Source: an optimization exercise on an open RTL-to-GDS flow (aim: small area and a short achievable clock period). Production flows keep margins and buffers that such runs may drop. Only simulation tests tie the RTL to the original design; equivalence was not proved. Power figures rest on the tool's default switching activity, not on a simulated workload.

<file path="flow/config.mk">
export PLATFORM = sky130hd
export DESIGN_NAME = lacc_slot
export DESIGN_NICKNAME = lacc_slot
export VERILOG_FILES = /design/flow/design.v
export SDC_FILE = /design/flow/constraint.sdc
export NUM_CORES = 4
export LEC_CHECK = 0
export CAP_MARGIN = 20
export CORE_MARGIN = 2
export CORE_UTILIZATION = 45
export PLACE_DENSITY = 0.6
export SLEW_MARGIN = 20
export SYNTH_HIERARCHICAL = 1
export TNS_END_PERCENT = 30
</file>
<file path="flow/constraint.sdc">
create_clock -name core_clock -period 17.5 [get_ports {clk}]
set_input_delay 3.5000 -clock core_clock [delete_from_list [all_inputs] [get_ports {clk}]]
set_output_delay 3.5000 -clock core_clock [all_outputs]
set_load 0.01 [all_outputs]
</file>
<file path="flow/design.v">
module lacc_slot (
    input  wire         clk,
    input  wire         rst,           
    input  wire         term_valid,
    input  wire [3:0]   term_fmt,      
    input  wire [335:0] term_data,
    input  wire [3:0]   term_flags,    
    input  wire         clr,
    input  wire         rd_valid,
    input  wire [2:0]   rd_dest,       
    input  wire [1:0]   rd_mode,       
    output reg          out_valid,
    output reg  [63:0]  out_data,
    output reg  [3:0]   out_flags      
);
    integer i, j, k;
    wire [335:0] d = term_data;
    wire f32 = term_fmt == 4'd0;
    wire fbf = term_fmt == 4'd1;
    wire f16 = term_fmt == 4'd2;
    wire f43 = term_fmt == 4'd3;
    wire f52 = term_fmt == 4'd4;
    wire fi8 = term_fmt == 4'd5;
    wire fi32 = term_fmt == 4'd6;
    wire fi64 = term_fmt == 4'd7;
    wire frw = term_fmt == 4'd8;
    wire is_fp  = f32 | fbf | f16 | f43 | f52;
    wire is_int = fi8 | fi32 | fi64;
    wire [7:0] be32 = d[30:23];
    wire [7:0] bebf = d[14:7];
    wire [4:0] be16 = d[14:10];
    wire [3:0] be43 = d[6:3];
    wire [4:0] be52 = d[6:2];
    function [4:0] add5;
        input [4:0] x;
        input [4:0] c;
        reg   [5:0] t;
        begin
            t = {1'b0, x} + {1'b0, c};
            add5 = t[4:0];
        end
    endfunction
    function [4:0] r10;  input [4:0] x; r10 = add5(x, 5'd10); endfunction
    function [4:0] r26;  input [4:0] x; r26 = add5(x, 5'd26); endfunction
    wire [7:0] be32m = be32 | {7'd0, ~|be32};
    wire [7:0] bebfm = bebf | {7'd0, ~|bebf};
    wire [4:0] be16m = be16 | {4'd0, ~|be16};
    wire [3:0] be43m = be43 | {3'd0, ~|be43};
    wire [4:0] be52m = be52 | {4'd0, ~|be52};
    reg  [4:0] r32, rbf, r16, r52;
    reg  [3:0] q32, qbf;
    always @* begin
        case (be32m[4:0])
            5'd0:  r32 = r10(5'd0);  5'd1:  r32 = r10(5'd1);  5'd2:  r32 = r10(5'd2);  5'd3:  r32 = r10(5'd3);
            5'd4:  r32 = r10(5'd4);  5'd5:  r32 = r10(5'd5);  5'd6:  r32 = r10(5'd6);  5'd7:  r32 = r10(5'd7);
            5'd8:  r32 = r10(5'd8);  5'd9:  r32 = r10(5'd9);  5'd10: r32 = r10(5'd10); 5'd11: r32 = r10(5'd11);
            5'd12: r32 = r10(5'd12); 5'd13: r32 = r10(5'd13); 5'd14: r32 = r10(5'd14); 5'd15: r32 = r10(5'd15);
            5'd16: r32 = r10(5'd16); 5'd17: r32 = r10(5'd17); 5'd18: r32 = r10(5'd18); 5'd19: r32 = r10(5'd19);
            5'd20: r32 = r10(5'd20); 5'd21: r32 = r10(5'd21); 5'd22: r32 = r10(5'd22); 5'd23: r32 = r10(5'd23);
            5'd24: r32 = r10(5'd24); 5'd25: r32 = r10(5'd25); 5'd26: r32 = r10(5'd26); 5'd27: r32 = r10(5'd27);
            5'd28: r32 = r10(5'd28); 5'd29: r32 = r10(5'd29); 5'd30: r32 = r10(5'd30); default: r32 = r10(5'd31);
        endcase
        case (bebfm[4:0])
            5'd0:  rbf = r10(5'd0);  5'd1:  rbf = r10(5'd1);  5'd2:  rbf = r10(5'd2);  5'd3:  rbf = r10(5'd3);
            5'd4:  rbf = r10(5'd4);  5'd5:  rbf = r10(5'd5);  5'd6:  rbf = r10(5'd6);  5'd7:  rbf = r10(5'd7);
            5'd8:  rbf = r10(5'd8);  5'd9:  rbf = r10(5'd9);  5'd10: rbf = r10(5'd10); 5'd11: rbf = r10(5'd11);
            5'd12: rbf = r10(5'd12); 5'd13: rbf = r10(5'd13); 5'd14: rbf = r10(5'd14); 5'd15: rbf = r10(5'd15);
            5'd16: rbf = r10(5'd16); 5'd17: rbf = r10(5'd17); 5'd18: rbf = r10(5'd18); 5'd19: rbf = r10(5'd19);
            5'd20: rbf = r10(5'd20); 5'd21: rbf = r10(5'd21); 5'd22: rbf = r10(5'd22); 5'd23: rbf = r10(5'd23);
            5'd24: rbf = r10(5'd24); 5'd25: rbf = r10(5'd25); 5'd26: rbf = r10(5'd26); 5'd27: rbf = r10(5'd27);
            5'd28: rbf = r10(5'd28); 5'd29: rbf = r10(5'd29); 5'd30: rbf = r10(5'd30); default: rbf = r10(5'd31);
        endcase
        case (be16m)
            5'd0:  r16 = r26(5'd0);  5'd1:  r16 = r26(5'd1);  5'd2:  r16 = r26(5'd2);  5'd3:  r16 = r26(5'd3);
            5'd4:  r16 = r26(5'd4);  5'd5:  r16 = r26(5'd5);  5'd6:  r16 = r26(5'd6);  5'd7:  r16 = r26(5'd7);
            5'd8:  r16 = r26(5'd8);  5'd9:  r16 = r26(5'd9);  5'd10: r16 = r26(5'd10); 5'd11: r16 = r26(5'd11);
            5'd12: r16 = r26(5'd12); 5'd13: r16 = r26(5'd13); 5'd14: r16 = r26(5'd14); 5'd15: r16 = r26(5'd15);
            5'd16: r16 = r26(5'd16); 5'd17: r16 = r26(5'd17); 5'd18: r16 = r26(5'd18); 5'd19: r16 = r26(5'd19);
            5'd20: r16 = r26(5'd20); 5'd21: r16 = r26(5'd21); 5'd22: r16 = r26(5'd22); 5'd23: r16 = r26(5'd23);
            5'd24: r16 = r26(5'd24); 5'd25: r16 = r26(5'd25); 5'd26: r16 = r26(5'd26); 5'd27: r16 = r26(5'd27);
            5'd28: r16 = r26(5'd28); 5'd29: r16 = r26(5'd29); 5'd30: r16 = r26(5'd30); default: r16 = r26(5'd31);
        endcase
        case (be52m)
            5'd0:  r52 = r26(5'd0);  5'd1:  r52 = r26(5'd1);  5'd2:  r52 = r26(5'd2);  5'd3:  r52 = r26(5'd3);
            5'd4:  r52 = r26(5'd4);  5'd5:  r52 = r26(5'd5);  5'd6:  r52 = r26(5'd6);  5'd7:  r52 = r26(5'd7);
            5'd8:  r52 = r26(5'd8);  5'd9:  r52 = r26(5'd9);  5'd10: r52 = r26(5'd10); 5'd11: r52 = r26(5'd11);
            5'd12: r52 = r26(5'd12); 5'd13: r52 = r26(5'd13); 5'd14: r52 = r26(5'd14); 5'd15: r52 = r26(5'd15);
            5'd16: r52 = r26(5'd16); 5'd17: r52 = r26(5'd17); 5'd18: r52 = r26(5'd18); 5'd19: r52 = r26(5'd19);
            5'd20: r52 = r26(5'd20); 5'd21: r52 = r26(5'd21); 5'd22: r52 = r26(5'd22); 5'd23: r52 = r26(5'd23);
            5'd24: r52 = r26(5'd24); 5'd25: r52 = r26(5'd25); 5'd26: r52 = r26(5'd26); 5'd27: r52 = r26(5'd27);
            5'd28: r52 = r26(5'd28); 5'd29: r52 = r26(5'd29); 5'd30: r52 = r26(5'd30); default: r52 = r26(5'd31);
        endcase
        case ({be32m[7:5], be32m[4:0] >= 5'd22})
            4'b0000: q32 = 4'd0; 4'b0001: q32 = 4'd1; 4'b0010: q32 = 4'd1; 4'b0011: q32 = 4'd2;
            4'b0100: q32 = 4'd2; 4'b0101: q32 = 4'd3; 4'b0110: q32 = 4'd3; 4'b0111: q32 = 4'd4;
            4'b1000: q32 = 4'd4; 4'b1001: q32 = 4'd5; 4'b1010: q32 = 4'd5; 4'b1011: q32 = 4'd6;
            4'b1100: q32 = 4'd6; 4'b1101: q32 = 4'd7; 4'b1110: q32 = 4'd7; default: q32 = 4'd8;
        endcase
        case ({bebfm[7:5], bebfm[4:0] >= 5'd22})
            4'b0000: qbf = 4'd0; 4'b0001: qbf = 4'd1; 4'b0010: qbf = 4'd1; 4'b0011: qbf = 4'd2;
            4'b0100: qbf = 4'd2; 4'b0101: qbf = 4'd3; 4'b0110: qbf = 4'd3; 4'b0111: qbf = 4'd4;
            4'b1000: qbf = 4'd4; 4'b1001: qbf = 4'd5; 4'b1010: qbf = 4'd5; 4'b1011: qbf = 4'd6;
            4'b1100: qbf = 4'd6; 4'b1101: qbf = 4'd7; 4'b1110: qbf = 4'd7; default: qbf = 4'd8;
        endcase
    end
    wire [3:0] q16 = (be16m >= 5'd6) ? 4'd4 : 4'd3;
    wire [3:0] q52 = (be52m >= 5'd6) ? 4'd4 : 4'd3;
    reg  [4:0] r43;
    always @* begin
        case (be43m)
            4'd0:  r43 = 5'd2;  4'd1:  r43 = 5'd3;  4'd2:  r43 = 5'd4;  4'd3:  r43 = 5'd5;
            4'd4:  r43 = 5'd6;  4'd5:  r43 = 5'd7;  4'd6:  r43 = 5'd8;  4'd7:  r43 = 5'd9;
            4'd8:  r43 = 5'd10; 4'd9:  r43 = 5'd11; 4'd10: r43 = 5'd12; 4'd11: r43 = 5'd13;
            4'd12: r43 = 5'd14; 4'd13: r43 = 5'd15; 4'd14: r43 = 5'd16; default: r43 = 5'd17;
        endcase
    end
    wire [4:0] f_r = ({5{f32}} & r32) | ({5{fbf}} & rbf) | ({5{f16}} & r16) |
                     ({5{f43}} & r43) | ({5{f52}} & r52);
    wire [3:0] f_q = ({4{f32}} & q32) | ({4{fbf}} & qbf) | ({4{f16}} & q16) |
                     ({4{f43}} & 4'd4) | ({4{f52}} & q52);
    wire f_sgn = (f32 & d[31]) | ((fbf | f16) & d[15]) | ((f43 | f52) & d[7]);
    wire [23:0] f_m = ({24{f32}} & {|be32, d[22:0]}) |
                      ({24{fbf}} & {|bebf, d[6:0], 16'd0}) |
                      ({24{f16}} & {|be16, d[9:0], 13'd0}) |
                      ({24{f43}} & {|be43, d[2:0], 20'd0}) |
                      ({24{f52}} & {|be52, d[1:0], 21'd0});
    wire f_nan = (f32 & (&be32) & (|d[22:0])) | (fbf & (&bebf) & (|d[6:0])) |
                 (f16 & (&be16) & (|d[9:0]))  | (f43 & (d[6:0] == 7'h7F)) |
                 (f52 & (&be52) & (|d[1:0]));
    wire f_inf = (f32 & (&be32) & ~|d[22:0]) | (fbf & (&bebf) & ~|d[6:0]) |
                 (f16 & (&be16) & ~|d[9:0])  | (f52 & (&be52) & ~|d[1:0]);
    wire        f_neg = f_sgn;
    wire [55:0] y0 = {{32{f_neg}}, f_m ^ {24{f_neg}}};
    wire [55:0] y1 = f_r[4] ? {y0[39:0], {16{f_neg}}} : y0;
    wire [55:0] y2 = f_r[3] ? {y1[47:0], {8{f_neg}}}  : y1;
    wire [55:0] y5 = f_r[2] ? {y2[51:0], {4{f_neg}}}  : y2;
    wire [63:0] i_val = ({64{fi8}}  & {{56{d[7]}},  d[7:0]}) |
                        ({64{fi32}} & {{32{d[31]}}, d[31:0]}) |
                        ({64{fi64 | frw}} & d[63:0]);
    wire tv = term_valid & ~rst;
    reg [335:0] t_r;       
    reg         k_raw, k_int, k_fp, k_neg;
    reg  [3:0]  k_q;
    reg  [1:0]  k_r;
    reg  [3:0]  fl_r;      
    reg         clr_r;
    reg         rd_r;
    reg  [2:0]  rdd_r;
    reg  [1:0]  rdm_r;
    always @(posedge clk) begin
        t_r[335:64] <= d[335:64];
        t_r[63:56]  <= i_val[63:56];
        t_r[55:0]   <= is_fp ? y5 : i_val[55:0];
        k_raw <= tv & frw;
        k_int <= tv & is_int;
        k_fp  <= tv & is_fp & ~f_nan & ~f_inf;
        k_neg <= f_neg;
        k_q   <= f_q;
        k_r   <= f_r[1:0];
        fl_r  <= {tv & frw & term_flags[3],
                  tv & ((frw & term_flags[2]) | f_nan),
                  tv & ((frw & term_flags[1]) | (f_inf &  f_sgn)),
                  tv & ((frw & term_flags[0]) | (f_inf & ~f_sgn))};
        clr_r <= clr | rst;
        rd_r  <= rd_valid & ~rst;
        rdd_r <= rd_dest;
        rdm_r <= rd_mode;
    end
    reg  [10:0] qe;        
    reg  [10:0] qf;        
    always @* begin
        for (k = 0; k < 11; k = k + 1) begin
            qe[k] = k_fp & (k_q == k);
            qf[k] = k_fp & k_neg & (k_q != k) & ((k == 0) || (k_q != k - 1));
        end
    end
    wire [55:0] ya = k_r[1] ? {t_r[53:0], {2{k_neg}}} : t_r[55:0];
    wire [55:0] yb = k_r[0] ? {ya[54:0], k_neg}       : ya;
    reg [335:0] x;
    integer qi, bi;
    always @* begin
        for (i = 0; i < 336; i = i + 1) begin
            qi = i / 32;
            bi = i % 32;
            x[i] = (k_raw & t_r[i]) | (qe[qi] & yb[bi]) | qf[qi];
            if (qi >= 1)
                x[i] = x[i] | (qe[qi-1] & ((bi + 32 <= 55) ? yb[(bi + 32 <= 55) ? bi + 32 : 0] : k_neg));
            if (i >= 160 && i < 224)
                x[i] = x[i] | (k_int & t_r[(i >= 160 && i < 224) ? i - 160 : 0]);
            if (i >= 224)
                x[i] = x[i] | (k_int & t_r[63]);
        end
    end
    wire cin0 = k_fp & k_neg;
    reg [335:0] s_q;       
    reg [40:0]  c_q;       
    reg  [3:0]  flg;       
    reg [335:0] s_n;
    reg [40:0]  c_n;
    reg         cy, ab, xx;
    always @* begin
        for (j = 0; j < 42; j = j + 1) begin
            cy = (j == 0) ? cin0 : (c_q[(j == 0) ? 0 : j - 1] & ~clr_r);
            for (i = 0; i < 8; i = i + 1) begin
                ab = s_q[8*j+i] & ~clr_r;
                xx = x[8*j+i];
                s_n[8*j+i] = ab ^ xx ^ cy;
                cy = (ab & xx) | (cy & (ab ^ xx));
            end
            if (j < 41) c_n[j] = cy;
        end
    end
    always @(posedge clk) begin
        s_q <= s_n;
        c_q <= c_n;
        flg <= (clr_r ? 4'd0 : flg) | fl_r;
    end
    wire [41:0] g6;
    lacc_carry u_carry (.s(s_q), .c(c_q), .g(g6));
    reg  [83:0] uu;        
    reg  [7:0]  sc;
    always @* begin
        uu[1:0] = 2'd0;
        for (j = 1; j < 42; j = j + 1)
            uu[2*j +: 2] = {c_q[j-1] & g6[j-1], c_q[j-1] ^ g6[j-1]};
    end
    function t1of;
        input [1:0] u;
        input       s0;
        t1of = u[1] | (s0 & u[0]);
    endfunction
    wire        v_sgn = s_q[335] ^ (t1of(uu[83:82], s_q[328]) & (&s_q[334:329]));
    wire        v159  = s_q[159] ^ (t1of(uu[39:38], s_q[152]) & (&s_q[158:153]));
    wire        nz152 = ~((s_q[158:152] == 7'h00 & uu[39:38] == 2'd0) |
                          (s_q[158:152] == 7'h7F & uu[38]) |
                          (s_q[158:152] == 7'h7E & uu[39]));
    reg  [41:0] cz, co;
    reg         e00, eff, efe, efd, w0, w1, w2;
    always @* begin
        for (j = 0; j < 42; j = j + 1) begin
            sc  = s_q[8*j +: 8];
            e00 = sc == 8'h00;
            eff = sc == 8'hFF;
            efe = sc == 8'hFE;
            efd = sc == 8'hFD;
            if (j == 0) begin
                w0 = 1'b1; w1 = 1'b0; w2 = 1'b0;
            end else begin
                w0 = ~c_q[j-1] & ~g6[j-1];
                w1 = c_q[j-1] ^ g6[j-1];
                w2 = c_q[j-1] & g6[j-1];
            end
            cz[j] = (e00 & w0) | (eff & w1) | (efe & w2);
            co[j] = (eff & w0) | (efe & w1) | (efd & w2);
        end
    end
    reg  [10:0] ns;        
    reg  [10:0] nz;        
    always @* begin
        for (j = 0; j < 10; j = j + 1) begin
            nz[j] = ~&cz[4*j +: 4];
            ns[j] = v_sgn ? ~&co[4*j +: 4] : nz[j];
        end
        nz[10] = ~&cz[41:40];
        ns[10] = v_sgn ? ~&co[41:40] : nz[10];
    end
    reg  [8:0] lc_oh;
    reg        above;
    always @* begin
        above = 1'b0;
        for (j = 8; j >= 1; j = j - 1) begin
            lc_oh[j] = ns[j] & ~above;
            above = above | ns[j];
        end
        lc_oh[0] = ~above;
    end
    wire [3:0] lc = {lc_oh[8], |lc_oh[7:4], lc_oh[7] | lc_oh[6] | lc_oh[3] | lc_oh[2],
                     lc_oh[7] | lc_oh[5] | lc_oh[3] | lc_oh[1]};
    wire       fp_big = ns[9] | ns[10];
    wire        d_int1 = rdd_r[2] & (rdd_r[1] | rdd_r[0]);    
    reg  [287:0] v;
    reg  [7:0]   vc;
    reg          vt1;
    always @* begin
        for (j = 0; j < 36; j = j + 1) begin
            vc  = s_q[8*j +: 8];
            v[8*j] = vc[0] ^ uu[2*j];
            vt1 = uu[2*j+1] | (vc[0] & uu[2*j]);
            for (i = 1; i < 8; i = i + 1)
                v[8*j+i] = vc[i] ^ (vt1 & ((i == 1) ? 1'b1 : &(vc[7:1] | ~(7'h7F >> (8 - i)))));
        end
    end
    wire [319:0] sp = {v, 32'd0};
    reg  [8:0]  nzlo;      
    always @* begin
        nzlo[0] = nz[0];
        for (j = 1; j < 9; j = j + 1) nzlo[j] = nzlo[j-1] | nz[j];
    end
    reg  [63:0] win;
    reg         stk1;
    always @* begin
        win  = {64{d_int1}} & v[223:160];
        stk1 = d_int1 & ((|nz[3:0]) | ~&cz[18:16] | nz152);
        for (j = 0; j < 9; j = j + 1) begin
            win = win | ({64{lc_oh[j] & ~d_int1}} & sp[32*j +: 64]);
            if (j >= 2)
                stk1 = stk1 | (lc_oh[j] & ~d_int1 & nzlo[(j >= 2) ? j - 2 : 0]);
        end
    end
    wire        u192 = ~|ns[10:6];
    wire        u224 = ~|ns[10:7];
    wire        ok8  = u192 & (v_sgn ? &co[23:21] : &cz[23:21]);
    wire        okr  = (rdd_r == 3'd5) ? ok8 : (rdd_r == 3'd6) ? u192 : u224;
    reg         r1_v;
    reg  [63:0] r1_s;
    reg         r1_x0;
    reg         r1_int;
    reg  [3:0]  r1_lc;
    reg         r1_sgn, r1_big, r1_stk, r1_ok;
    reg  [3:0]  r1_fl;
    reg  [2:0]  r1_dest;
    reg  [1:0]  r1_mode;
    always @(posedge clk) begin
        r1_v    <= rd_r & ~rst;
        r1_s    <= win;
        r1_x0   <= v159;
        r1_int  <= d_int1;
        r1_lc   <= lc;
        r1_sgn  <= v_sgn;
        r1_big  <= fp_big;
        r1_stk  <= stk1;
        r1_ok   <= okr;
        r1_fl   <= flg;
        r1_dest <= rdd_r;
        r1_mode <= rdm_r;
    end
    wire [63:0] rsv = r1_s;
    wire [65:0] r1_w = {r1_sgn, r1_sgn, rsv};
    wire [31:0] fz = r1_w[63:32] ^ {32{r1_sgn}};
    reg  [3:0]  gany;
    reg  [2:0]  gpos [0:3];
    always @* begin
        for (k = 0; k < 4; k = k + 1) begin
            gany[k] = |fz[8*k +: 8];
            gpos[k] = 3'd0;
            for (i = 0; i < 8; i = i + 1)
                if (fz[8*k+i]) gpos[k] = i;
        end
    end
    wire [1:0]  gsel = gany[3] ? 2'd3 : gany[2] ? 2'd2 : gany[1] ? 2'd1 : 2'd0;
    wire [4:0]  fpos = {gsel, gpos[gsel]};
    wire        fnone = ~|gany;
    wire [8:0]  lpos = {r1_lc, fpos};            
    reg  [4:0]  p_sp;      
    reg  [8:0]  p_lmin;    
    reg  [8:0]  p_ebo;     
    reg  [8:0]  p_ksub;    
    always @* begin
        case (r1_dest)
            3'd0:    begin p_sp = 5'd0;  p_lmin = 9'd34;  p_ebo = 9'd33;  p_ksub = 9'd34;  end
            3'd1:    begin p_sp = 5'd16; p_lmin = 9'd34;  p_ebo = 9'd33;  p_ksub = 9'd50;  end
            3'd2:    begin p_sp = 5'd13; p_lmin = 9'd146; p_ebo = 9'd145; p_ksub = 9'd159; end
            3'd3:    begin p_sp = 5'd20; p_lmin = 9'd154; p_ebo = 9'd153; p_ksub = 9'd174; end
            default: begin p_sp = 5'd21; p_lmin = 9'd146; p_ebo = 9'd145; p_ksub = 9'd167; end
        endcase
    end
    wire        normal = ~fnone & (lpos >= p_lmin);
    wire [8:0]  eb = normal ? lpos - p_ebo : 9'd1;
    reg  [5:0]  sh_n;
    always @* begin
        sh_n = 6'd0;
        for (i = 0; i < 32; i = i + 1)
            if (fpos == i)
                case (r1_dest)
                    3'd0:    sh_n = i;
                    3'd1:    sh_n = i + 16;
                    3'd2:    sh_n = i + 13;
                    3'd3:    sh_n = i + 20;
                    default: sh_n = i + 21;
                endcase
    end
    wire [9:0]  sh_s0 = {1'b0, p_ksub} - {1'b0, r1_lc, 5'd0};
    wire [5:0]  sh_s = (sh_s0 > 10'd57) ? 6'd57 : sh_s0[5:0];
    wire [5:0]  sh = normal ? sh_n : sh_s;
    wire [96:0] wext = {{31{r1_sgn}}, r1_w};
    wire [56:0] z5 = sh[5] ? wext[96:40] : wext[64:8];       
    wire [40:0] z4 = sh[4] ? z5[56:16]   : z5[40:0];
    wire [32:0] z3 = sh[3] ? z4[40:8]    : z4[32:0];
    wire [28:0] z2 = sh[2] ? z3[32:4]    : z3[28:0];
    wire [26:0] z1 = sh[1] ? z2[28:2]    : z2[26:0];
    wire [25:0] qg = sh[0] ? z1[26:1]    : z1[25:0];        
    reg         stk_w;
    always @* begin
        stk_w = |r1_w[7:0];
        for (i = 8; i < 66; i = i + 1)
            if ({1'b0, sh} > i - 8) stk_w = stk_w | r1_w[i];
    end
    reg         r2_v;
    reg  [64:0] r2_q;        
    reg         r2_g, r2_s, r2_q0;
    reg  [8:0]  r2_eb;
    reg         r2_sgn, r2_big, r2_ok;
    reg  [3:0]  r2_fl;
    reg  [2:0]  r2_dest;
    reg  [1:0]  r2_mode;
    always @(posedge clk) begin
        r2_v    <= r1_v & ~rst;
        r2_q    <= r1_int ? {r1_sgn, rsv} : {40'd0, qg[25:1] ^ {25{r1_sgn}}};
        r2_q0   <= r1_int ? rsv[0] : qg[1];
        r2_g    <= r1_int ? r1_x0 : qg[0];
        r2_s    <= r1_stk | (~r1_int & stk_w);
        r2_eb   <= eb;
        r2_sgn  <= r1_sgn;
        r2_big  <= r1_big;
        r2_ok   <= r1_ok;
        r2_fl   <= r1_fl;
        r2_dest <= r1_dest;
        r2_mode <= r1_mode;
    end
    wire        d_int3 = r2_dest[2] & (r2_dest[1] | r2_dest[0]);
    wire        inexact = r2_g | r2_s;
    reg         inc;
    always @* begin
        case (r2_mode)
            2'd0:    inc = r2_g & (r2_s | r2_q0);
            2'd1:    inc = r2_sgn & inexact;
            2'd2:    inc = inexact;
            default: inc = 1'b0;
        endcase
    end
    wire        ci = d_int3 ? inc : (inc ^ r2_sgn);
    reg  [64:0] qsum;
    reg  [8:0]  blk1;      
    reg  [8:0]  bcin;      
    reg  [7:0]  qb;
    always @* begin
        for (k = 0; k < 8; k = k + 1) blk1[k] = &r2_q[8*k +: 8];
        blk1[8] = r2_q[64];
        bcin[0] = ci;
        for (k = 1; k < 9; k = k + 1) bcin[k] = ci & (&(blk1[7:0] | ~(8'hFF >> (8 - k))));
        for (i = 0; i < 65; i = i + 1) begin
            qb = r2_q[8*(i/8) +: 8];
            qsum[i] = r2_q[i] ^ (bcin[i/8] & ((i % 8 == 0) ? 1'b1 : &(qb | ~(8'hFF >> (8 - (i % 8))))));
        end
    end
    reg  [63:0] i_wmask;
    reg         i_top;
    always @* begin
        case (r2_dest)
            3'd5:    begin i_wmask = 64'hFF;       i_top = (qsum[8] != qsum[7])   | (qsum[64] != qsum[8]);  end
            3'd6:    begin i_wmask = 64'hFFFFFFFF; i_top = (qsum[32] != qsum[31]) | (qsum[64] != qsum[32]); end
            default: begin i_wmask = {64{1'b1}};   i_top = qsum[64] != qsum[63]; end
        endcase
    end
    wire [63:0] i_max = {1'b0, i_wmask[63:1]};
    wire [63:0] i_min = i_wmask & ~i_max;
    wire        i_ovf = ~r2_ok | i_top;
    wire [24:0] mag = qsum[24:0];
    reg         carry;
    reg  [8:0]  f_emax2;   
    always @* begin
        case (r2_dest)
            3'd0:    begin carry = mag[24]; f_emax2 = 9'd254; end
            3'd1:    begin carry = mag[8];  f_emax2 = 9'd254; end
            3'd2:    begin carry = mag[11]; f_emax2 = 9'd30;  end
            3'd3:    begin carry = mag[4];  f_emax2 = 9'd15;  end
            default: begin carry = mag[3];  f_emax2 = 9'd30;  end
        endcase
    end
    wire [23:0] mant  = carry ? mag[24:1] : mag[23:0];
    wire [8:0]  eb1   = r2_eb + 9'd1;
    wire [8:0]  ebn   = carry ? eb1 : r2_eb;
    wire        f_e4m3 = r2_dest == 3'd3;
    wire        ov0   = r2_eb > f_emax2;
    wire        ov1   = r2_eb >= f_emax2;
    wire        e15_0 = r2_eb == 9'd15;
    wire        e15_1 = r2_eb == 9'd14;
    wire        f_ovf = r2_big | (carry ? ov1 : ov0) | (f_e4m3 & (carry ? e15_1 : e15_0) & (&mant[2:0]));
    reg  [63:0] f_code, f_inf_c, f_nan_c, f_sgnb;
    always @* begin
        case (r2_dest)
            3'd0: begin
                f_code  = {32'd0, r2_sgn, (mant[23] ? ebn[7:0] : 8'd0), mant[22:0]};
                f_inf_c = 64'h7F800000;
                f_nan_c = 64'h7FC00000;
                f_sgnb  = 64'h80000000;
            end
            3'd1: begin
                f_code  = {48'd0, r2_sgn, (mant[7] ? ebn[7:0] : 8'd0), mant[6:0]};
                f_inf_c = 64'h7F80;
                f_nan_c = 64'h7FC0;
                f_sgnb  = 64'h8000;
            end
            3'd2: begin
                f_code  = {48'd0, r2_sgn, (mant[10] ? ebn[4:0] : 5'd0), mant[9:0]};
                f_inf_c = 64'h7C00;
                f_nan_c = 64'h7E00;
                f_sgnb  = 64'h8000;
            end
            3'd3: begin
                f_code  = {56'd0, r2_sgn, (mant[3] ? ebn[3:0] : 4'd0), mant[2:0]};
                f_inf_c = 64'h7E;
                f_nan_c = 64'h7F;
                f_sgnb  = 64'h80;
            end
            default: begin
                f_code  = {56'd0, r2_sgn, (mant[2] ? ebn[4:0] : 5'd0), mant[1:0]};
                f_inf_c = 64'h7C;
                f_nan_c = 64'h7E;
                f_sgnb  = 64'h80;
            end
        endcase
    end
    reg [63:0] r_data;
    reg [3:0]  r_flags;    
    always @* begin
        r_data  = 64'd0;
        r_flags = 4'd0;
        if (d_int3) begin
            if (r2_fl[3]) begin
                r_data = 64'd0;
            end else if (r2_fl[2] || (r2_fl[1] && r2_fl[0])) begin
                r_flags = 4'b1000;
            end else if (r2_fl[1] || r2_fl[0]) begin
                r_data  = r2_fl[1] ? i_min : i_max;
                r_flags = 4'b0100;
            end else if (i_ovf) begin
                r_data  = r2_sgn ? i_min : i_max;
                r_flags = 4'b0110;
            end else begin
                r_data  = qsum[63:0] & i_wmask;
                r_flags = {3'b000, inexact};
            end
        end else begin
            if (r2_fl[3] || r2_fl[2] || (r2_fl[1] && r2_fl[0])) begin
                r_data = f_nan_c;
            end else if (r2_fl[1] || r2_fl[0]) begin
                r_data  = (r2_fl[1] ? f_sgnb : 64'd0) | f_inf_c;
                r_flags = f_e4m3 ? 4'b0100 : 4'b0000;
            end else if (f_ovf) begin
                r_data  = (r2_sgn ? f_sgnb : 64'd0) | f_inf_c;
                r_flags = f_e4m3 ? 4'b0110 : 4'b0010;
            end else begin
                r_data  = f_code;
                r_flags = {3'b000, inexact};
            end
        end
    end
    always @(posedge clk) begin
        out_valid <= r2_v & ~rst;
        out_data  <= r_data;
        out_flags <= r_flags;
    end
endmodule
module lacc_carry (
    input  wire [335:0] s,
    input  wire [40:0]  c,
    output wire [41:0]  g
);
    integer j;
    reg [41:0] pg, pp;     
    always @* begin
        pg[0] = 1'b0;
        pp[0] = 1'b0;
        for (j = 1; j < 42; j = j + 1) begin
            pg[j] = c[j-1] & (&s[8*j +: 8]);
            pp[j] = (&s[8*j +: 8]) | (c[j-1] & (s[8*j +: 8] == 8'hFE));
        end
    end
    reg [41:0] g0, p0, g1, p1, g2, p2, g3, p3, g4, p4, g5, p5, g6;
    always @* begin
        g0 = pg; p0 = pp;
        for (j = 0; j < 42; j = j + 1) begin
            g1[j] = (j >= 1)  ? g0[j] | (p0[j] & g0[(j >= 1)  ? j - 1  : 0]) : g0[j];
            p1[j] = (j >= 1)  ? p0[j] & p0[(j >= 1)  ? j - 1  : 0]            : p0[j];
        end
        for (j = 0; j < 42; j = j + 1) begin
            g2[j] = (j >= 2)  ? g1[j] | (p1[j] & g1[(j >= 2)  ? j - 2  : 0]) : g1[j];
            p2[j] = (j >= 2)  ? p1[j] & p1[(j >= 2)  ? j - 2  : 0]            : p1[j];
        end
        for (j = 0; j < 42; j = j + 1) begin
            g3[j] = (j >= 4)  ? g2[j] | (p2[j] & g2[(j >= 4)  ? j - 4  : 0]) : g2[j];
            p3[j] = (j >= 4)  ? p2[j] & p2[(j >= 4)  ? j - 4  : 0]            : p2[j];
        end
        for (j = 0; j < 42; j = j + 1) begin
            g4[j] = (j >= 8)  ? g3[j] | (p3[j] & g3[(j >= 8)  ? j - 8  : 0]) : g3[j];
            p4[j] = (j >= 8)  ? p3[j] & p3[(j >= 8)  ? j - 8  : 0]            : p3[j];
        end
        for (j = 0; j < 42; j = j + 1) begin
            g5[j] = (j >= 16) ? g4[j] | (p4[j] & g4[(j >= 16) ? j - 16 : 0]) : g4[j];
            p5[j] = (j >= 16) ? p4[j] & p4[(j >= 16) ? j - 16 : 0]            : p4[j];
        end
        for (j = 0; j < 42; j = j + 1)
            g6[j] = (j >= 32) ? g5[j] | (p5[j] & g5[(j >= 32) ? j - 32 : 0]) : g5[j];
    end
    assign g = g6;
endmodule
</file>
<file path="flow/flow/run.sh">
#!/bin/bash
# The standard layout (standard.sh), with timing repair aimed at a
# tighter setup-slack target. The clock period and constraints are unchanged.
export SETUP_SLACK_MARGIN=11
bash standard.sh > standard_run.log 2>&1
</file>
<file path="flow/standard.sh">
#!/bin/bash
# synth_recipe.tcl (not shown) runs the flow's synth.tcl, then flattens the netlist and writes it again
# the make line also repeats each setting of config.mk as NAME=value (left out here)
make -C /OpenROAD-flow-scripts/flow DESIGN_CONFIG=/design/flow/config.mk WORK_HOME=/design/flow/orfs CLKGATE_MAP_FILE= SYNTH_SCRIPT=/design/flow/synth_recipe.tcl "${@:-finish}"
</file>
==> results of run 1 <==
-- critical path: cells and delay by family, from the launching register on --
family                   cells  cell delay, ns
AND/OR/NAND/NOR              8            2.39
adder cells (fa/ha/maj)      1            0.24
buffers and inverters        1            0.19
flip-flops                   1            0.43
AO/OA/AOI/OAI               10            2.98
multiplexers                 1            0.20
-- metal layers --
| metal | up-vias | GRT usage, % |
|---|---|---|
| met5 | - | 0.128 |
| met4 | 14 | 29.3 |
| met3 | 1439 | 16.6 |
| met2 | 5740 | 64.3 |
| met1 | 34000 | 60.0 |
| li1 | 29100 | - |
-- how the worst max path moves through the flow --
stage,startpoint,endpoint,depth (start not counted)
after global routing,s_q[100]$_DFF_P_,r1_s[42]$_DFF_P_,30
after detailed placement,s_q[249]$_DFF_P_,r1_s[34]$_DFF_P_,27
after global placement,s_q[261]$_DFF_P_,r1_s[34]$_DFF_P_,27
after CTS,term_fmt[3],t_r[31]$_DFF_P_,14
after floorplan,term_fmt[1],t_r[4]$_DFF_P_,10
final,r1_s[57]$_DFF_P_,r2_q[12]$_DFF_P_,21
-- layout make-up --
cell class / count / area share [%]
clock buffers: 137 / 3.81
clock inverters: 71 / 1.13
flip-flops and latches: 981 / 24.8
multi-input cells: 5844 / 55.9
repair buffers: 722 / 8.73
well taps: 1917 / 3.00
inverters: 552 / 2.63
diodes: 21 / 0.0657
-- timing repair --
item	in CTS	in global routing
pin swaps	53	67
buffers inserted	80	65
hold endpoints to repair	0	0
gates resized for setup	293	246
endpoints found under the setup margin	181	176
cloned	13	7
-- cells in the final DEF, fill, tap and decap left out, types with 68 or more instances in the layout --
master / instances
nand2_1: 1036
dfxtp_1: 877
inv_1: 542
nor2_1: 528
a21oi_1: 435
clkdlybuf4s50_1: 421
fa_1: 370
nand3_1: 310
o21ai_0: 293
buf_4: 245
a221oi_1: 224
xnor2_1: 205
a221o_1: 186
ha_1: 156
nand4_1: 146
xor2_1: 130
clkbuf_16: 113
nor2b_1: 106
nor3_1: 102
nor4_1: 88
dfxtp_2: 88
mux2i_1: 78
o211ai_1: 73
o22ai_1: 68
-- report_power, final --
group / internal [µW] / total [µW] / switching (µW) / leakage (µW)
Clock: 1430 / 2530 / 1100 / 0.00189
Sequential: 2400 / 2660 / 263 / 0.00813
Combinational: 1540 / 4790 / 3250 / 0.0207
-- through the flow --
stage | hold slack, ns | total power (µW) | utilization [%]
floorplan | 0.310 | 5050 | -
global placement | 0.311 | 6700 | 49.5
detailed placement | 0.313 | 6670 | 49.5
CTS | 0.315 | 9410 | 53.6
global route | 0.322 | 10200 | 54.7
finish | 0.319 | 9980 | 54.7
-- state kept, by name, summed over array words and instances (netlist names), 2 cells and up --
signal and flops:
k_r 2, s_q 336, r2_mode 2, r2_q 65, r1_mode 2, out_data 64
r1_lc 4, c_q 41, r1_s 64, out_flags 4, fl_r 4, t_r 336
flg 4, rdd_r 3, rdm_r 2, r2_dest 3, r1_fl 4, r2_eb 9
k_q 4, r2_fl 4, r1_dest 3
==> impl_metrics.ini, run 1 <==
[run_status]
outcome = finished clean

[clock_tree]
tritoncts.num_buffers = 110
clock_pin_slew_worst_setup_and_hold_paths_ns = 0.07
clock_latency_ns = 0.79
cts.path.max_buffers = 3
root_buffer = clkbuf_16
cts_hold_repair.buffers = 0
clkSinkCount = 981
htree_levels = 3
tritoncts = built

[setup_path]
cp_data_arrival_time_ns = 7.22
startpoint_type = register
reg2reg_depth = 21
timing.critical_path.to_type = register
worst_path_cell_with_the_longest_stage_delay = or4_1
timing.reg2reg.setup_slack_ns = 10.96
regToRegStartpoint = r1_s[57]$_DFF_P_
timing.critical_path.required_ns = 18.18
critical-path-top-cell-by-count = a21oi_1
critPathMaxStageDelay_ns = 0.59
crit_chain = or2_4, o32a_4, nor4_4, nand2_2, a21oi_1, a21oi_2, ha_2, buf_6, or4_1, nand2_1, a2111oi_2, a31o_1, a311o_2, nand4_2, nand3_1, a311oi_1, a221oi_1, a21oi_1, mux2i_1, a222oi_1, nor4b_2
timing.setup.critical_path_class = register to register
critPathMaxFanout = 31
reg2reg_to = r2_q[12]$_DFF_P_

[timing]
max_freq_ghz = 0.153
timing.final.crit_period_ns = 6.54
slew_viol_final = 0
grt_setup_unrepaired = yes
finalCritPeriodShare_pct = 37.4
slew_headroom_pct = 6.57
final.setup.tns_ns = 0
final-hold-violation-count = 0
post-route-worst-setup-slack_ns = 10.96
worst-slew-pin-transition_ns = 1.40
timing.final.setup_violations = 0
timing.clock.skew_ns = 0.0703

[drt]
route.detailed.vias_per_inst = 6.86
drc = 0
postRouteWirelength_mm = 362
met1Wirelength_mm = 137
routed-via-count = 70300
wire_length_per_cell_um = 35.3
final_antenna_violating_net_count = 0
detail_route.iter0.violations = 12100
dr_wl_met3_mm = 52.0
met2RoutedLength_mm = 143
top_layer = met5
detail_route.first_pass.iterations = 9

[place]
dp_worst_setup_slack_ns = 8.08
place.detailed.hpwl_mm = 276
gp_congestion = 1.10
number_of_input_and_output_port_buffers_inserted = 422
post_dp_cell_area_um2 = 72300
dp_cells = 9847

[logic_synthesis]
syn-mean-instance-area_um2 = 8.42
yosysWarnings = 10
synth_nets = 8766
post_synth_inst_count = 7881
post_synth_design_cell_area_um2 = 66400

[flow_run]
drv_cap = 0

[finish]
design_area_um2 = 80000
final_net_count = 9096
multi_input_comb_area_um2 = 44700
final_layout_size_suffix_gt1_share_pct = 13.5
ff_latch_area_um2 = 19800
finalNonFillerCells = 10200
area.growth.synth_to_final_pct = 20.5
layout.filler_cells = 13500

[floorplanning]
fp.coreArea_um2 = 146000
ioPinCount = 423
chipHeight_um = 388
placement_rows = 140
initial_core_util_pct = 45.4
die-width_um = 388
total_die_area_um2 = 151000

[global_route]
grt_first_pass_wirelength_mm = 496
groute.usage.overall_pct = 46.1
grt_pass1_vias = 64900
gr-total-overflow = 0
grt_max_degree = 127
antenna_found_initial = 27

[power_and_ir_drop]
power.density_cell_area_nw_per_um2 = 125
ir_drop_worst_vdd_mv = 0.235
leakage_uw = 0.0307

[min_path]
min_path_type = register to register
worstHoldPathCells = 0
min_to = r2_fl[1]$_DFF_P_
worst_hold_startpoint = r1_fl[1]$_DFF_P_
==> run 2, diff against run 1 <==
==> flow/run.sh (new file) <==
#!/bin/bash
# synth_recipe.tcl (not shown) runs the flow's synth.tcl, then flattens the netlist and writes it again
# the make line also repeats each setting of config.mk as NAME=value (left out here)
make -C /OpenROAD-flow-scripts/flow DESIGN_CONFIG=/design/flow/config.mk WORK_HOME=/design/flow/orfs CLKGATE_MAP_FILE= SYNTH_SCRIPT=/design/flow/synth_recipe.tcl finish
--- a/flow/config.mk
+++ b/flow/config.mk
@@ -9,6 +9,5 @@
 export CORE_MARGIN = 2
-export CORE_UTILIZATION = 45
-export PLACE_DENSITY = 0.6
+export CORE_UTILIZATION = 35
+export PLACE_DENSITY = 0.5
 export SLEW_MARGIN = 20
 export SYNTH_HIERARCHICAL = 1
-export TNS_END_PERCENT = 30
removed: flow/flow/run.sh
removed: flow/standard.sh
==> run 2 against run 1 <==
  * Synthesized cell count stayed put
  * Sequential share of layout area is 0.69 points higher
  * Global-route usage is 10 points lower
  * Clock power is 4% higher
  * Utilization is 14 points lower
  * First-iteration DRC count is 25% lower
  * Sequential cell count stayed put
  * Via count is 5.1% lower
  * Count of clock-buffer cells in the layout is 10 higher
  * Register-to-register slack worse by 3.6 ns
  * Cell count is 4.0% higher
  * Routed wire length is 1.9% lower
  * Largest cell class unchanged
  * Highest routed layer unchanged
==> impl_metrics.ini, run 2 <==
[floorplanning]
total_die_area_um2 = 193000
initial_core_util_pct = 35.3
fp.coreArea_um2 = 188000
ioPinCount = 423
die-width_um = 439
chipHeight_um = 439
placement_rows = 159

[timing]
slew_viol_final = 0
post-route-worst-setup-slack_ns = 7.40
grt_setup_unrepaired = no
timing.clock.skew_ns = 0.0821
max_freq_ghz = 0.0990
final-hold-violation-count = 0
slew_headroom_pct = 15.0
timing.final.crit_period_ns = 10.10
finalCritPeriodShare_pct = 57.7
final.setup.tns_ns = 0
timing.final.setup_violations = 0
worst-slew-pin-transition_ns = 1.27

[global_route]
antenna_found_initial = 32
grt_max_degree = 147
grt_first_pass_wirelength_mm = 490
grt_pass1_vias = 63100
gr-total-overflow = 0
groute.usage.overall_pct = 35.7

[drt]
postRouteWirelength_mm = 355
detail_route.first_pass.iterations = 8
drc = 0
detail_route.iter0.violations = 9029
final_antenna_violating_net_count = 0
wire_length_per_cell_um = 33.3
route.detailed.vias_per_inst = 6.26
routed-via-count = 66700

[setup_path]
startpoint_type = register
critPathMaxStageDelay_ns = 1.02
critical-path-top-cell-by-count = nand3_1
cp_data_arrival_time_ns = 10.79
timing.setup.critical_path_class = register to register
critPathMaxFanout = 20
timing.critical_path.to_type = register
timing.critical_path.required_ns = 18.19
worstPathBufferInverterCount = 3
kind_of_cell_with_the_highest_combined_delay_on_the_critical_path = simple AND/OR/NAND/NOR gates
worst_path_cell_with_the_longest_stage_delay = nor4b_1

[place]
place.detailed.hpwl_mm = 277
gp_congestion = 1.04
dp_cells = 10400
number_of_input_and_output_port_buffers_inserted = 422
dp_worst_setup_slack_ns = 7.92

[finish]
layout_commonest_cell = nand2_1
final_layout_size_suffix_gt1_share_pct = 7.80
biggestRegsByFlops = s_q: 336 flops, t_r: 336 flops, r2_q: 65 flops
finalNonFillerCells = 10700
final_net_count = 8931
layout.filler_cells = 18900
layout_common_cells = 1053 x nand2_1, 975 x dfxtp_1, 546 x nor2_1
area.growth.synth_to_final_pct = 16.3

[clock_tree]
root_buffer = clkbuf_16
htree_levels = 3
postCtsSetupBuffers = 0
cts_hold_repair.buffers = 0
clkSinkCount = 981
clock_pin_slew_worst_setup_and_hold_paths_ns = 0.07
clock_latency_ns = 0.84
tritoncts.num_buffers = 114
cts.path.max_buffers = 3
post_cts_resize_count = 0
tritoncts = built

[run_status]
outcome = finished clean

[logic_synthesis]
syn-mean-instance-area_um2 = 8.42
yosysWarnings = 10
post_synth_design_cell_area_um2 = 66400
synth_nets = 8766
post_synth_inst_count = 7881

[power_and_ir_drop]
ir_drop_worst_vdd_mv = 0.145
power.density_cell_area_nw_per_um2 = 122
leakage_uw = 0.0292
p_total_uw = 9390

[min_path]
min_path_type = register to register

[flow_run]
drv_cap = 0
run 2: changes by cell type in the layout (fill, tap and decap cells not counted), sizes merged, moves of 2 or more:
cell      before  now
buf          294  140
clkbuf       141  148
diode         21   14
clkinvlp      18   13
nor2         567  563
and3b          4    2
bufbuf         2    0
inv          560  562
run 2: through the flow:
step	hold slack, ns	utilization, %	cell area [µm²]
final	0.323	41.1	77200
after global routing	0.331	41.0	77200
after global placement	0.315	38.9	73000
after floorplan	0.310	-	66400
after CTS	0.325	41.0	77200
after detailed placement	0.314	38.9	73100
run 2: worst paths after layout:
check / depth (start not counted) / endpoint / slack, ns / start
worst max-delay path: 27 / r1_s[13]$_DFF_P_ / 7.40 / s_q[249]$_DFF_P_
worst min-delay path: 0 / r2_fl[1]$_DFF_P_ / 0.32 / r1_fl[1]$_DFF_P_
worst max register to register: 27 / r1_s[13]$_DFF_P_ / 7.40 / s_q[249]$_DFF_P_
worst min register to register: 0 / r2_fl[1]$_DFF_P_ / 0.32 / r1_fl[1]$_DFF_P_
run 2: power by group:
part           leakage (µW)  total (µW)  switching (µW)  internal (µW)
sequential          0.00808        2650             253           2400
combinational        0.0191        4110            2860           1250
clock               0.00198        2630            1120           1510
total                0.0292        9390            4240           5150
run 2: cell type report:
| class | count | area, µm² | share of cell area [%] |
|---|---|---|---|
| clock inverter | 69 | 885 | 1.15 |
| sequential | 981 | 19700 | 25.5 |
| timing repair buffer | 563 | 5300 | 6.86 |
| clock buffer | 147 | 3220 | 4.17 |
| tap | 2495 | 3120 | 4.04 |
| multi-input combinational | 5834 | 42900 | 55.6 |
| antenna | 14 | 35.0 | 0.0454 |
| inverter | 552 | 2080 | 2.69 |
run 2: worst reg2reg max path: stages (launching register included):
cell and delay (ns):
dfxtp_1 0.51, nand3_1 0.16, nor4_1 0.76, nand4_1 0.39
nor3_1 0.38, nand3_1 0.12, a311o_1 0.45, a211oi_2 0.48
nor2_1 0.12, o21ai_2 0.15, o21a_1 0.15, inv_1 0.05
ha_1 0.30, a21o_1 0.18, nand3_1 0.12, xor2_2 0.13
buf_4 0.34, clkinv_1 0.79, or4_1 0.80, o41a_1 0.18
nor2_1 0.31, nand2_1 0.15, nor4b_1 1.02, and2_0 0.76
nand2_1 0.65, o21ai_0 0.39, a21oi_1 0.07, o21ai_0 0.09
run 2: layer usage:
layer	track usage, %	routed length, µm	vias to the layer above
met5	0	95	-
met4	23.9	28600	14
met3	9.21	36100	1087
met2	53.5	152000	4213
met1	45.0	138000	32700
li1	-	-	28700
==> run 3, diff against run 2 <==
==> flow/flow/run.sh (new file) <==
#!/bin/bash
# The standard layout (standard.sh) with two changes to how it is made:
# timing repair aims at a tighter setup-slack target, and the port buffers
# are plain buffers instead of delay cells. The clock period and all
# constraints are unchanged; every port still gets its buffer.
export SETUP_SLACK_MARGIN=11
export BUFFER_PORTS_ARGS="-buffer_cell sky130_fd_sc_hd__buf_1"
bash standard.sh > standard_run.log 2>&1
==> flow/standard.sh (new file) <==
#!/bin/bash
# synth_recipe.tcl (not shown) runs the flow's synth.tcl, then flattens the netlist and writes it again
# the make line also repeats each setting of config.mk as NAME=value (left out here)
make -C /OpenROAD-flow-scripts/flow DESIGN_CONFIG=/design/flow/config.mk WORK_HOME=/design/flow/orfs CLKGATE_MAP_FILE= SYNTH_SCRIPT=/design/flow/synth_recipe.tcl "${@:-finish}"
--- a/flow/config.mk
+++ b/flow/config.mk
@@ -9,5 +9,6 @@
 export CORE_MARGIN = 2
-export CORE_UTILIZATION = 35
-export PLACE_DENSITY = 0.5
+export CORE_UTILIZATION = 40
+export PLACE_DENSITY = 0.55
 export SLEW_MARGIN = 20
 export SYNTH_HIERARCHICAL = 1
+export TNS_END_PERCENT = 30
removed: flow/run.sh
==> run 3 against run 2 <==
  * Still clean
  * Count of clock-buffer cells in the layout up 2
  * First-iteration DRC count up 17%
  * Sequential cell count unchanged
  * Critical path type unchanged
  * Largest power group unchanged
==> impl_metrics.ini, run 3 <==
[run_status]
outcome = finished clean

[drt]
drc = 0
final_antenna_violating_net_count = 0
detail_route.first_pass.iterations = 10
postRouteWirelength_mm = 366
route.detailed.vias_per_inst = 6.53
wire_length_per_cell_um = 34.8
routed-via-count = 68700
detail_route.iter0.violations = 10500

[finish]
layout_common_cells = 1034 x nand2_1, 868 x dfxtp_1, 543 x inv_1
layout_commonest_cell = nand2_1
finalNonFillerCells = 10500
biggestRegsByFlops = s_q: 336 flops, t_r: 336 flops, r2_q: 65 flops
final_net_count = 9110
final_layout_size_suffix_gt1_share_pct = 13.4
area.growth.synth_to_final_pct = 17.1
layout.filler_cells = 16200

[place]
gp_congestion = 1.09
place.detailed.hpwl_mm = 283
number_of_input_and_output_port_buffers_inserted = 422
dp_worst_setup_slack_ns = 7.91
dp_cells = 10100

[min_path]
min_path_type = register to register
min_to = r2_big$_DFF_P_
worst_hold_startpoint = r1_big$_DFF_P_
worstHoldPathCells = 0

[floorplanning]
placement_rows = 149
chipHeight_um = 411
initial_core_util_pct = 40.3
ioPinCount = 423
fp.coreArea_um2 = 165000
total_die_area_um2 = 169000
die-width_um = 411

[setup_path]
critPathMaxStageDelay_ns = 0.59
critPathMaxFanout = 7
worst_path_cell_with_the_longest_stage_delay = or4b_2
timing.reg2reg.setup_slack_ns = 10.79
critical-path-top-cell-by-count = buf_4
reg2reg_to = r1_ok$_DFF_P_
crit_chain = and2_0, o2111a_1, nor2_1, o21ai_2, a211oi_2, o211ai_2, buf_4, a21oi_4, o31ai_4, buf_4, buf_4, a311oi_2, o32ai_1, o311a_1, inv_1, ha_1, or4b_2, nor3_1, a31oi_1, nor4_2, a41oi_4, a21oi_1, and3_1
worstSetupStartpoint = s_q[10]$_DFF_P_
reg2reg_depth = 23
timing.setup.critical_path_class = register to register
regToRegStartpoint = s_q[10]$_DFF_P_
timing.critical_path.to_type = register
timing.critical_path.required_ns = 18.21
startpoint_type = register
cp_data_arrival_time_ns = 7.42

[global_route]
grt_max_degree = 148
gr-total-overflow = 0
groute.usage.overall_pct = 41.9
grt_first_pass_wirelength_mm = 502
grt_pass1_vias = 63800
antenna_found_initial = 23

[timing]
timing.final.crit_period_ns = 6.71
max_freq_ghz = 0.149
finalCritPeriodShare_pct = 38.3
final.setup.tns_ns = 0
grt_setup_unrepaired = yes
final-hold-violation-count = 0
worst-slew-pin-transition_ns = 1.29
slew_headroom_pct = 13.2
timing.final.setup_violations = 0
slew_viol_final = 0
timing.clock.skew_ns = 0.0622
post-route-worst-setup-slack_ns = 10.79

[flow_run]
drv_cap = 0

[logic_synthesis]
yosysWarnings = 10
syn-mean-instance-area_um2 = 8.42
post_synth_inst_count = 7881
post_synth_design_cell_area_um2 = 66400
synth_nets = 8766

[clock_tree]
root_buffer = clkbuf_16
clock_pin_slew_worst_setup_and_hold_paths_ns = 0.07
htree_levels = 3
tritoncts = built
cts.path.max_buffers = 3
cts_hold_repair.buffers = 0
tritoncts.num_buffers = 115
clkSinkCount = 981
clock_latency_ns = 0.82

[power_and_ir_drop]
ir_drop_worst_vdd_mv = 0.230
power.density_cell_area_nw_per_um2 = 126
leakage_uw = 0.0297
-- run 3: routing by layer --
layer	track usage, %	up-vias	wire length (µm)
met3	13.5	1255	44900
met1	55.9	33600	148000
met4	24.4	28	27700
met2	58.8	4758	146000
met5	0.396	-	286
li1	-	29100	-
-- run 3: metrics by stage --
step           instance area [µm²]  hold slack [ns]  power, µW  util [%]
6_report                     77700            0.321       9820      47.1
5_1_grt                      77700            0.332      10000      47.1
4_1_cts                      76200            0.328       9410      46.2
3_5_place_dp                 70200            0.312       6630      42.6
3_3_place_gp                 70100            0.310       6680      42.6
2_1_floorplan                66400            0.310       5050         -
-- run 3: what timing repair did --
item / in CTS / in global routing
buffers inserted: 75 / 61
resized for setup: 276 / 247
gates cloned: 12 / 6
pin swaps: 51 / 73
endpoints found under the setup margin: 139 / 200
-- run 3: critical path, delay by kind of cell, from the launching register on --
kind                     cells  cell delay, ns
adder cells (fa/ha/maj)      1            0.15
AO/OA/AOI/OAI               12            3.66
buffers and inverters        4            0.53
flip-flops                   1            0.37
AND/OR/NAND/NOR              6            1.86
-- run 3: worst max-delay path by stage --
stage	end	slack, ns	depth (start not counted)
5_1_grt	r1_ok$_DFF_P_	10.85	23
3_5_place_dp	r1_s[37]$_DFF_P_	7.91	26
6_report	r1_ok$_DFF_P_	10.79	23
4_1_cts	r2_q[19]$_DFF_P_	10.72	23
3_3_place_gp	r1_s[24]$_DFF_P_	7.86	26
2_1_floorplan	t_r[4]$_DFF_P_	11.02	10
-- run 3: layout make-up --
class,count,area (µm²),area share [%]
Multi-Input combinational cell,5840,44400,57.2
Sequential cell,981,19800,25.5
Timing Repair Buffer,735,4470,5.75
Clock buffer,149,3230,4.16
Tap cell,2189,2740,3.53
Inverter,552,2120,2.73
Clock inverter,63,856,1.10
Antenna cell,12,30.0,0.0387
-- run 3: power by group --
group / switching, µW / internal, µW / total, µW
sequential: 251 / 2400 / 2650
combinational: 3170 / 1380 / 4550
clock: 1100 / 1530 / 2630
==> run 4, diff against run 3 <==
--- a/flow/flow/run.sh
+++ b/flow/flow/run.sh
@@ -5,3 +5,3 @@
 # constraints are unchanged; every port still gets its buffer.
-export SETUP_SLACK_MARGIN=11
+export SETUP_SLACK_MARGIN=11.8
 export BUFFER_PORTS_ARGS="-buffer_cell sky130_fd_sc_hd__buf_1"
--- a/flow/config.mk
+++ b/flow/config.mk
@@ -10,2 +10,3 @@
 export CORE_UTILIZATION = 40
+export CTS_BUF_LIST = sky130_fd_sc_hd__clkbuf_8
 export PLACE_DENSITY = 0.55
==> run 4 against run 3 <==
  * Die area is the same
  * Combinational power rose by 18%
  * Worst hold slack improved by 0.0043 ns
  * Synthesized cell count did not move
  * Clock skew increased by 0.080 ns
  * Still clean
==> impl_metrics.ini, run 4 <==
[drt]
drc = 0
postRouteWirelength_mm = 362
detail_route.first_pass.iterations = 10
wire_length_per_cell_um = 33.6
detail_route.iter0.violations = 11400
route.detailed.vias_per_inst = 6.55
routed-via-count = 70600
final_antenna_violating_net_count = 0

[clock_tree]
clkSinkCount = 981
clock_latency_ns = 1.06
htree_levels = 4
tritoncts.num_buffers = 175
cts.path.max_buffers = 3
tritoncts = built
cts_hold_repair.buffers = 0
root_buffer = clkbuf_8
clock_pin_slew_worst_setup_and_hold_paths_ns = 0.07

[run_status]
outcome = finished clean

[logic_synthesis]
synth_nets = 8766
post_synth_inst_count = 7881
yosysWarnings = 10
post_synth_design_cell_area_um2 = 66400
syn-mean-instance-area_um2 = 8.42

[power_and_ir_drop]
p_sw_share_pct = 46.1
ir_drop_worst_vdd_mv = 0.148
power.share.combinational_pct = 50.7
power.share.clock_pct = 24.1
power.switching_uw = 4860
sequentialPowerShare_pct = 25.2
cell_internal_pwr_uw = 5690
leakage_uw = 0.0315
power.density_cell_area_nw_per_um2 = 130

[place]
number_of_input_and_output_port_buffers_inserted = 422
post_dp_cell_area_um2 = 70000
dp_cells = 10100
place.detailed.hpwl_mm = 270
dp_worst_setup_slack_ns = 8.69
gp_congestion = 1.10

[timing]
post-route-worst-setup-slack_ns = 11.02
timing.clock.skew_ns = 0.142
finalCritPeriodShare_pct = 37.1
slew_viol_final = 0
timing.final.setup_violations = 0
worst-slew-pin-transition_ns = 1.37
slew_headroom_pct = 8.96
grt_setup_unrepaired = yes
final.setup.tns_ns = 0
final-hold-violation-count = 0
timing.final.crit_period_ns = 6.48
max_freq_ghz = 0.154

[global_route]
grt_first_pass_wirelength_mm = 498
groute.usage.overall_pct = 41.2
gr-total-overflow = 0
grt_max_degree = 161
grt_pass1_vias = 65600
antenna_found_initial = 22

[floorplanning]
die-width_um = 411
fp.coreArea_um2 = 165000
chipHeight_um = 411
initial_core_util_pct = 40.3
ioPinCount = 423
placement_rows = 149
total_die_area_um2 = 169000

[finish]
design_area_um2 = 80900
final_layout_size_suffix_gt1_share_pct = 18.2
final_net_count = 9300
layout_common_cells = 1005 x nand2_1, 831 x dfxtp_1, 579 x inv_1
area.growth.synth_to_final_pct = 21.9
finalNonFillerCells = 10800
layout.filler_cells = 16000
biggestRegsByFlops = s_q: 336 flops, t_r: 336 flops, r2_q: 65 flops
layout_commonest_cell = nand2_1

[setup_path]
startpoint_type = register
timing.reg2reg.setup_slack_ns = 11.02
crit_chain = nor2_1, nor3_4, nand3_2, nor3_2, a211oi_4, o211ai_4, a21oi_4, o31ai_4, buf_4, a311oi_2, o32ai_1, o311a_1, inv_1, ha_1, or4b_2, nor3_1, a31oi_1, nor4_1, a41oi_4, a21oi_1, and3_1
critPathMaxFanout = 10
reg2reg_to = r1_ok$_DFF_P_
timing.critical_path.to_type = register
timing.critical_path.required_ns = 18.41
timing.setup.critical_path_class = register to register
reg2reg_depth = 21
worst_path_cell_with_the_longest_stage_delay = a311oi_2
regToRegStartpoint = s_q[64]$_DFF_P_
critPathMaxStageDelay_ns = 0.65
kind_of_cell_with_the_highest_combined_delay_on_the_critical_path = compound AO/OA/AOI/OAI gates
cp_data_arrival_time_ns = 7.40
worstPathBufferInverterCount = 2

[flow_run]
drv_cap = 0

[min_path]
worst_hold_startpoint = r1_big$_DFF_P_
worstHoldPathCells = 0
min_to = r2_big$_DFF_P_
min_path_type = register to register
-- run 4: worst reg2reg max path: stages, from the launching register on --
cell	delay, ns
dfxtp_2	0.39
nor2_1	0.37
nor3_4	0.12
nand3_2	0.19
nor3_2	0.09
a211oi_4	0.36
o211ai_4	0.19
a21oi_4	0.34
o31ai_4	0.13
buf_4	0.16
a311oi_2	0.65
o32ai_1	0.33
o311a_1	0.39
inv_1	0.07
ha_1	0.15
or4b_2	0.59
nor3_1	0.21
a31oi_1	0.11
nor4_1	0.39
a41oi_4	0.44
a21oi_1	0.49
and3_1	0.21
-- run 4: layout make-up --
type / count / area, µm² / share of cell area [%]
multi-input cells: 5853 / 46000 / 56.9
flip-flops and latches: 981 / 19900 / 24.6
repair buffers: 851 / 5890 / 7.28
clock buffers: 209 / 2880 / 3.56
well taps: 2189 / 2740 / 3.39
inverters: 552 / 2130 / 2.64
clock inverters: 117 / 1230 / 1.52
diodes: 23 / 57.6 / 0.0712
repair inverters: 1 / 11.3 / 0.0139
-- run 4: worst max-delay path by stage --
stage,startpoint,end,cells past startpoint
2_1_floorplan,s_q[102]$_DFF_P_,r1_s[29]$_DFF_P_,27
3_3_place_gp,r1_sgn$_DFF_P_,r2_s$_DFF_P_,23
3_5_place_dp,r1_sgn$_DFF_P_,r2_s$_DFF_P_,23
4_1_cts,s_q[103]$_DFF_P_,r1_s[23]$_DFF_P_,29
5_1_grt,s_q[188]$_DFF_P_,r1_s[42]$_DFF_P_,27
6_report,s_q[64]$_DFF_P_,r1_ok$_DFF_P_,21
-- run 4: per-stage QoR --
step	total power, µW	hold WS (ns)	util [%]
after floorplan	5060	0.310	-
after global placement	6550	0.318	42.5
after detailed placement	6520	0.312	42.5
after CTS	10100	0.327	47.7
after global routing	10800	0.331	49.0
final	10500	0.325	49.1
-- run 4: timing repair --
item | CTS | global route
cloned | 28 | 14
setup endpoints to repair | 273 | 294
pin swaps | 138 | 112
setup buffers | 182 | 89
resized for setup | 646 | 310
-- run 4: per-layer routing --
layer / part of all wire [%] / vias to the layer above / global-route usage (%)
li1: - / 29600 / -
met1: 39 / 34300 / 53.5
met2: 40 / 5345 / 58.1
met3: 13 / 1389 / 13.6
met4: 8.1 / 16 / 26.6
met5: 0.029 / - / 0
-- run 4: power by group through the flow --
stage | registers, µW | clock network (µW) | logic [µW]
finish | 2660 | 2540 | 5350
global route | 2660 | 2660 | 5460
global placement | 2680 | 0 | 3870
floorplan | 2560 | 0 | 2500
detailed placement | 2680 | 0 | 3840
CTS | 2640 | 2560 | 4910
==> run 5, diff against run 4 <==
--- a/flow/config.mk
+++ b/flow/config.mk
@@ -9,3 +9,3 @@
 export CORE_MARGIN = 2
-export CORE_UTILIZATION = 40
+export CORE_UTILIZATION = 38
 export CTS_BUF_LIST = sky130_fd_sc_hd__clkbuf_8
@@ -14,2 +14,2 @@
 export SYNTH_HIERARCHICAL = 1
-export TNS_END_PERCENT = 30
+export TNS_END_PERCENT = 10
==> run 5 against run 4 <==
  * Sequential share of layout area is 0.15 points higher
  * Utilization decreased by 3.0 points
  * Highest routed layer unchanged
  * Design area is 1.2% lower
  * Clock skew is 0.088 ns lower
  * Sequential power barely moved
  * Register-to-register slack lost 0.22 ns
  * Worst hold slack better by 0.0044 ns
  * Largest cell class unchanged
  * Non-clock buffer count shrank 2
==> impl_metrics.ini, run 5 <==
[setup_path]
startpoint_type = register
timing.critical_path.to_type = register
cp_data_arrival_time_ns = 7.64
timing.reg2reg.setup_slack_ns = 10.79
critPathMaxFanout = 8
timing.critical_path.required_ns = 18.43
timing.setup.critical_path_class = register to register

[run_status]
outcome = finished clean

[clock_tree]
clock_pin_slew_worst_setup_and_hold_paths_ns = 0.06
root_buffer = clkbuf_8
cts.path.max_buffers = 3
clock_latency_ns = 1.04
cts_hold_repair.buffers = 0
tritoncts = built
htree_levels = 4
tritoncts.num_buffers = 177
clkSinkCount = 981

[drt]
met2RoutedLength_mm = 157
dr_wl_met3_mm = 38.3
wire_length_per_cell_um = 33.7
route.detailed.vias_per_inst = 6.40
met1Wirelength_mm = 139
detail_route.iter0.violations = 9681
final_antenna_violating_net_count = 0
routed-via-count = 69800
drc = 0
top_layer = met5
postRouteWirelength_mm = 367
detail_route.first_pass.iterations = 8

[finish]
final_layout_size_suffix_gt1_share_pct = 16.4
final_net_count = 9293
finalNonFillerCells = 10900
layout_commonest_cell = nand2_1
layout_common_cells = 1023 x nand2_1, 880 x dfxtp_1, 580 x inv_1
area.growth.synth_to_final_pct = 20.5
biggestRegsByFlops = s_q: 336 flops, t_r: 336 flops, r2_q: 65 flops

[timing]
timing.clock.skew_ns = 0.0542
final.setup.tns_ns = 0
max_freq_ghz = 0.149
post-route-worst-setup-slack_ns = 10.79
worst-slew-pin-transition_ns = 1.29
final-hold-violation-count = 0
timing.final.crit_period_ns = 6.71
slew_headroom_pct = 13.6
finalCritPeriodShare_pct = 38.3
slew_viol_final = 0
grt_setup_unrepaired = yes
timing.final.setup_violations = 0

[global_route]
antenna_found_initial = 27
grt_max_degree = 140
grt_pass1_vias = 65000
gr-total-overflow = 0
groute.usage.overall_pct = 39.2
grt_first_pass_wirelength_mm = 499

[floorplanning]
placement_rows = 153
fp.coreArea_um2 = 174000
total_die_area_um2 = 178000
initial_core_util_pct = 38.2
die-width_um = 422
ioPinCount = 423
chipHeight_um = 422

[logic_synthesis]
yosysWarnings = 10
post_synth_inst_count = 7881
syn-mean-instance-area_um2 = 8.42
post_synth_design_cell_area_um2 = 66400
synth_nets = 8766

[power_and_ir_drop]
ir_drop_worst_vdd_mv = 0.170
leakage_uw = 0.0309
p_total_uw = 10600
power.density_cell_area_nw_per_um2 = 133

[place]
number_of_input_and_output_port_buffers_inserted = 422
place.detailed.hpwl_mm = 275
dp_worst_setup_slack_ns = 8.55
dp_cells = 10200
gp_congestion = 1.08

[min_path]
min_path_type = register to register

[flow_run]
drv_cap = 0
-- run 5: critical path, stage by stage (launching register included) --
cell and delay, ns:
dfxtp_2 0.36, o211ai_1 0.33, buf_4 0.18, nor4_1 0.04, o21ai_1 0.32, o41ai_4 0.14
buf_4 0.18, nand3b_1 0.13, o211ai_4 0.16, a21oi_4 0.31, o31ai_4 0.13, buf_4 0.17
a311oi_1 0.75, o32ai_1 0.35, o311a_1 0.41, inv_1 0.07, ha_1 0.16, or4b_2 0.58
nor3_1 0.21, a31oi_1 0.10, nor4_1 0.53, a41oi_4 0.53, a21oi_1 0.25, and3_1 0.21
-- run 5: path summary, 6_finish.rpt --
check,from,to,depth (start not counted)
max,s_q[88]$_DFF_P_,r1_ok$_DFF_P_,23
max reg2reg,s_q[88]$_DFF_P_,r1_ok$_DFF_P_,23
min reg2reg,r1_big$_DFF_P_,r2_big$_DFF_P_,0
min,r1_big$_DFF_P_,r2_big$_DFF_P_,0
-- run 5: timing repair --
item | 4_1_cts | 5_1_grt
pin swaps | 85 | 109
setup buffers | 117 | 165
gates resized for setup | 356 | 375
gates cloned | 11 | 16
endpoints found under the setup margin | 273 | 308
-- run 5: per-layer routing --
| metal | up-vias | track usage (%) |
|---|---|---|
| met5 | - | 0 |
| met4 | 24 | 27.8 |
| met3 | 1373 | 10.1 |
| met2 | 4773 | 59.2 |
| met1 | 34100 | 48.6 |
| li1 | 29500 | - |
-- run 5: per-stage QoR --
stage	util (%)	hold slack [ns]	cell area (µm²)
after floorplan	-	0.310	66500
after global placement	40.4	0.313	70200
after detailed placement	40.4	0.313	70200
after CTS	44.1	0.329	76600
after global routing	46.0	0.336	79900
final	46.0	0.330	79900
-- run 5: report_power, final --
part	total, µW	internal (µW)	switching (µW)	leakage, µW
sequential	2660	2400	260	0.00813
combinational	5460	1970	3490	0.0205
clock	2490	1360	1130	0.00221
total	10600	5720	4890	0.0309
-- run 5: final cells by class --
| class | count | area [µm²] |
|---|---|---|
| fill | 17000 | 93700 |
| multi-input combinational | 5847 | 45400 |
| sequential | 981 | 19800 |
| timing repair buffer | 849 | 5620 |
| clock buffer | 215 | 2960 |
| tap | 2325 | 2910 |
| inverter | 552 | 2150 |
| clock inverter | 108 | 1030 |
| antenna | 20 | 50.0 |

[port drivers added, routing unchanged]
The results above use ideal ports. As a check the final layouts listed here were re-extracted and re-timed, cells and wires unchanged. Step 1: set_driving_cell puts a clkbuf_16 on clk and a buf_2 on each other input, an assumption about the parent block. Step 2 also shifts input and output timing later by t, the mid clock arrival at the registers, as if the neighbouring blocks saw the same clock. a / b / c = ideal ports / drivers / drivers and shift; a / b = the first two.
| run | t, ns | setup slack, ns | hold WS [ns] | worst slew at a driven data input, ns |
|---|---|---|---|---|
| run 1 | 0.843 | 10.957 / 10.957 / 10.272 | 0.319 / 0.319 / 0.319 | 0.09 |
| run 2 | 0.890 | 7.404 / 7.404 / 7.404 | 0.323 / 0.323 / 0.323 | 0.16 |
| run 3 | 0.879 | 10.795 / 10.795 / 10.420 | 0.321 / 0.321 / 0.321 | 0.09 |
| run 4 | 1.083 | 11.016 / 11.016 / 10.691 | 0.325 / 0.325 / 0.325 | 0.10 |
| run 5 | 1.095 | 10.794 / 10.794 / 10.177 | 0.330 / 0.330 / 0.330 | 0.11 |
After both steps every run listed still meets setup and hold. For run 1, which loses most, drivers alone change the setup slack by 0.000 ns; drivers and shift together by -0.685 ns.
